What follows belongs to an exercise in optimizing a design on an open flow for small area, a short achievable clock period and few clock cycles per item; a production flow would make more cautious choices.
At most, simulation tests tie the RTL to the original design; equivalence was not proved.
Power is estimated from default activity; no workload was simulated.

Setup of v32:
==> flow/design.v (excerpt) <==
module img_sha256 (
    input  wire         clk,
    input  wire         rst,         
    input  wire         in_valid,
    output wire         in_ready,
    input  wire [31:0]  in_data,
    input  wire         in_last,
    output reg          out_valid,
    output wire [255:0] out_digest
);
Size in the first run: ~3900 cells after synthesis, ~1100 flip-flops, about 290 I/O pins, ~44000 µm² of cells after synthesis.
clock: 10.0 ns
lec_check: 0
cap_margin: 20
core_margin: 2
core_utilization: 40
place_density: 0.6
setup_slack_margin: 5
slew_margin: 20
standard.sh (not shown) runs the stock make flow with config.mk's settings and CLKGATE_MAP_FILE= SYNTH_SCRIPT=/design/flow/synth_recipe.tcl, a recipe that flattens the netlist after the stock synthesis.
==> flow/flow/run.sh <==
#!/bin/bash
# Standard layout, with the port buffers made from the smallest buffer.
set -euo pipefail
export BUFFER_PORTS_ARGS="-buffer_cell sky130_fd_sc_hd__buf_1"
bash standard.sh > standard_flow.log 2>&1
Testbench counts of v32, summed over its fixed seeds: cycles 64,020, words 14,230.
### v32 -> v34
--- a/flow/design.v
+++ b/flow/design.v
@@ -67,50 +67,16 @@
                 gg[j] = gg[j] | (pp[j] & gg[j - 2]);
                 pp[j] = pp[j] & pp[j - 2];
             end
             for (j = 2; j < 32; j = j + 2) begin
                 gg[j] = gg[j] | (pp[j] & gg[j - 1]);
                 pp[j] = pp[j] & pp[j - 1];
             end
             add_bk = x ^ y ^ {gg[30:0], 1'b0};
-        end
-    endfunction
-    function [31:0] add_sk(input [31:0] x, input [31:0] y);
-        reg [31:0] gg, pp;
-        integer j;
-        begin
-            gg = x & y;
-            pp = x ^ y;
-            for (j = 0; j < 32; j = j + 1)
-                if (j[0]) begin
-                    gg[j] = gg[j] | (pp[j] & gg[((j >> 0) << 0) - 1]);
-                    pp[j] = pp[j] & pp[((j >> 0) << 0) - 1];
-                end
-            for (j = 0; j < 32; j = j + 1)
-                if (j[1]) begin
-                    gg[j] = gg[j] | (pp[j] & gg[((j >> 1) << 1) - 1]);
-                    pp[j] = pp[j] & pp[((j >> 1) << 1) - 1];
-                end
-            for (j = 0; j < 32; j = j + 1)
-                if (j[2]) begin
-                    gg[j] = gg[j] | (pp[j] & gg[((j >> 2) << 2) - 1]);
-                    pp[j] = pp[j] & pp[((j >> 2) << 2) - 1];
-                end
-            for (j = 0; j < 32; j = j + 1)
-                if (j[3]) begin
-                    gg[j] = gg[j] | (pp[j] & gg[((j >> 3) << 3) - 1]);
-                    pp[j] = pp[j] & pp[((j >> 3) << 3) - 1];
-                end
-            for (j = 0; j < 32; j = j + 1)
-                if (j[4]) begin
-                    gg[j] = gg[j] | (pp[j] & gg[((j >> 4) << 4) - 1]);
-                    pp[j] = pp[j] & pp[((j >> 4) << 4) - 1];
-                end
-            add_sk = x ^ y ^ {gg[30:0], 1'b0};
         end
     endfunction
     function [31:0] iv(input [2:0] k);
         case (k)
             3'd0: iv = 32'h6a09e667; 3'd1: iv = 32'hbb67ae85;
             3'd2: iv = 32'h3c6ef372; 3'd3: iv = 32'ha54ff53a;
             3'd4: iv = 32'h510e527f; 3'd5: iv = 32'h9b05688c;
             3'd6: iv = 32'h1f83d9ab; default: iv = 32'h5be0cd19;
@@ -169,16 +135,18 @@
     reg        mk_done;      
     reg        len_here;     
     reg        fill_first;   
     reg        fill_last;    
     reg [20:0] nwords;       
     reg [31:0] a, b, c, d, e, f, g, h;
     reg [31:0] H0, H1, H2, H3, H4, H5, H6, H7;
     reg [31:0] P;            
+    reg [31:0] S1e;          
+    reg [31:0] CHe;          
     integer i;
     wire start = nbc[4] && (t == fp) && !m_rnd;
     wire wact  = start || (m_rnd && (kc != 6'd0));           
     wire sched = wact && !(kc[5] && kc[4]);                   
     assign in_ready = room && !pad;
     wire take    = in_valid && in_ready;
     wire padpush = room && pad;
     wire push_in = take || padpush;
@@ -202,44 +170,46 @@
             pad_word = 32'd0;
     end
     wire [31:0] in_word = pad ? pad_word : in_data;
     wire [31:0] wn_s1  = ssig1(w[14]);
     wire [31:0] wn_s0  = ssig0(w[1]);
     wire [31:0] wn_xs  = csum(wn_s0, w[9], w[0]);
     wire [31:0] wn_xc  = ccar(wn_s0, w[9], w[0]);
     wire [31:0] wnext  = add_bk(csum(wn_xs, wn_xc, wn_s1), ccar(wn_xs, wn_xc, wn_s1));
-    wire [31:0] ch  = (e & f) ^ (~e & g);
     wire [31:0] maj = (a & b) ^ (a & c) ^ (b & c);
-    wire [31:0] s1  = bsig1(e);
     wire [31:0] s0  = bsig0(a);
-    wire [31:0] t1s = csum(s1, ch, P);
-    wire [31:0] t1c = ccar(s1, ch, P);
+    wire [31:0] t1s = csum(S1e, CHe, P);
+    wire [31:0] t1c = ccar(S1e, CHe, P);
     wire [31:0] es  = csum(t1s, t1c, d);
     wire [31:0] ec  = ccar(t1s, t1c, d);
     wire [31:0] us  = csum(t1s, s0, maj);
     wire [31:0] uc  = ccar(t1s, s0, maj);
     wire [31:0] as_ = csum(us, uc, t1c);
     wire [31:0] ac  = ccar(us, uc, t1c);
     wire [31:0] iv_a = iv({1'b0, ~ph});      
     wire [31:0] iv_e = iv({1'b1, ~ph});      
     wire [31:0] ya   = cur_first ? iv_a : H3;
     wire [31:0] ye   = cur_first ? iv_e : H7;
     wire [31:0] a_x  = m_rnd ? as_ : d;
     wire [31:0] a_y  = m_rnd ? ac : m_add ? ya : 32'd0;
     wire [31:0] e_x  = m_rnd ? es : h;
     wire [31:0] e_y  = m_rnd ? ec : m_add ? ye : 32'd0;
-    wire [31:0] a_s  = add_sk(a_x, a_y);
-    wire [31:0] e_s  = add_sk(e_x, e_y);
+    wire [31:0] a_s  = a_x + a_y;
+    wire [31:0] e_s  = e_x + e_y;
     wire        ivld = m_add && cur_last;    
+    wire [31:0] a_d  = ivld ? iv_a : a_s;
+    wire [31:0] e_d  = ivld ? iv_e : e_s;
     always @(posedge clk) begin
-        a <= ivld ? iv_a : a_s;
+        a <= a_d;
         b <= a; c <= b; d <= c;
-        e <= ivld ? iv_e : e_s;
+        e <= e_d;
         f <= e; g <= f; h <= g;
+        S1e <= bsig1(e_d);
+        CHe <= (e_d & e) ^ (~e_d & f);
         H0 <= m_add ? a_s : H3;
         H1 <= H0; H2 <= H1; H3 <= H2;
         H4 <= m_add ? e_s : H7;
         H5 <= H4; H6 <= H5; H7 <= H6;
         P <= add_bk(csum(g, k_t, w[0]), ccar(g, k_t, w[0]));
         for (i = 0; i < 15; i = i + 1)
             w[i] <= w[i + 1];
         w[15] <= sched ? wnext : push_in ? in_word : w[0];
[summary]
- Number of diodes added for antenna fixing (lower): v34
- Total leakage power (lower): v32
- Cmp v34 vs v32: critical path depth lower in v34
- v32 → v34: logic gate share of total power decreased by 0.9 points relative to the old numbers, post-synthesis simple-gate area fraction lower.
Function not checked in v34: the RTL went through the layout flow alone.

[re-timing with driven ports]
How much do the figures lean on ideal ports? The routed layouts below were timed once more, with nothing changed but the port constraints.
Step 1 (the two cells are an assumption about what drives the block):
set clk [get_ports {clk}]
set_driving_cell -lib_cell sky130_fd_sc_hd__clkbuf_16 $clk
set_driving_cell -lib_cell sky130_fd_sc_hd__buf_2 [delete_from_list [all_inputs] $clk]
Step 2 moves the port delays by t, midway between the first and last clock arrival at a register: inputs arrive t later, outputs are due t later. That takes back most of the time a late clock gives input paths.
Three values: no drivers, after step 1, after step 2; two values: the first two.
| run | t (ns) | slack for setup (ns) | slew at the worst register clock pin (ns) |
|---|---|---|---|
| v32 | 0.763 | 4.969 / 4.969 / 4.572 | 0.07 / 0.07 |
| v34 | 0.788 | 4.967 / 4.967 / 4.654 | 0.07 / 0.07 |
After both steps setup and hold are still met in every run listed. For v32, which loses most, drivers alone change the setup slack by 0.000 ns; drivers and shift together by -0.397 ns.
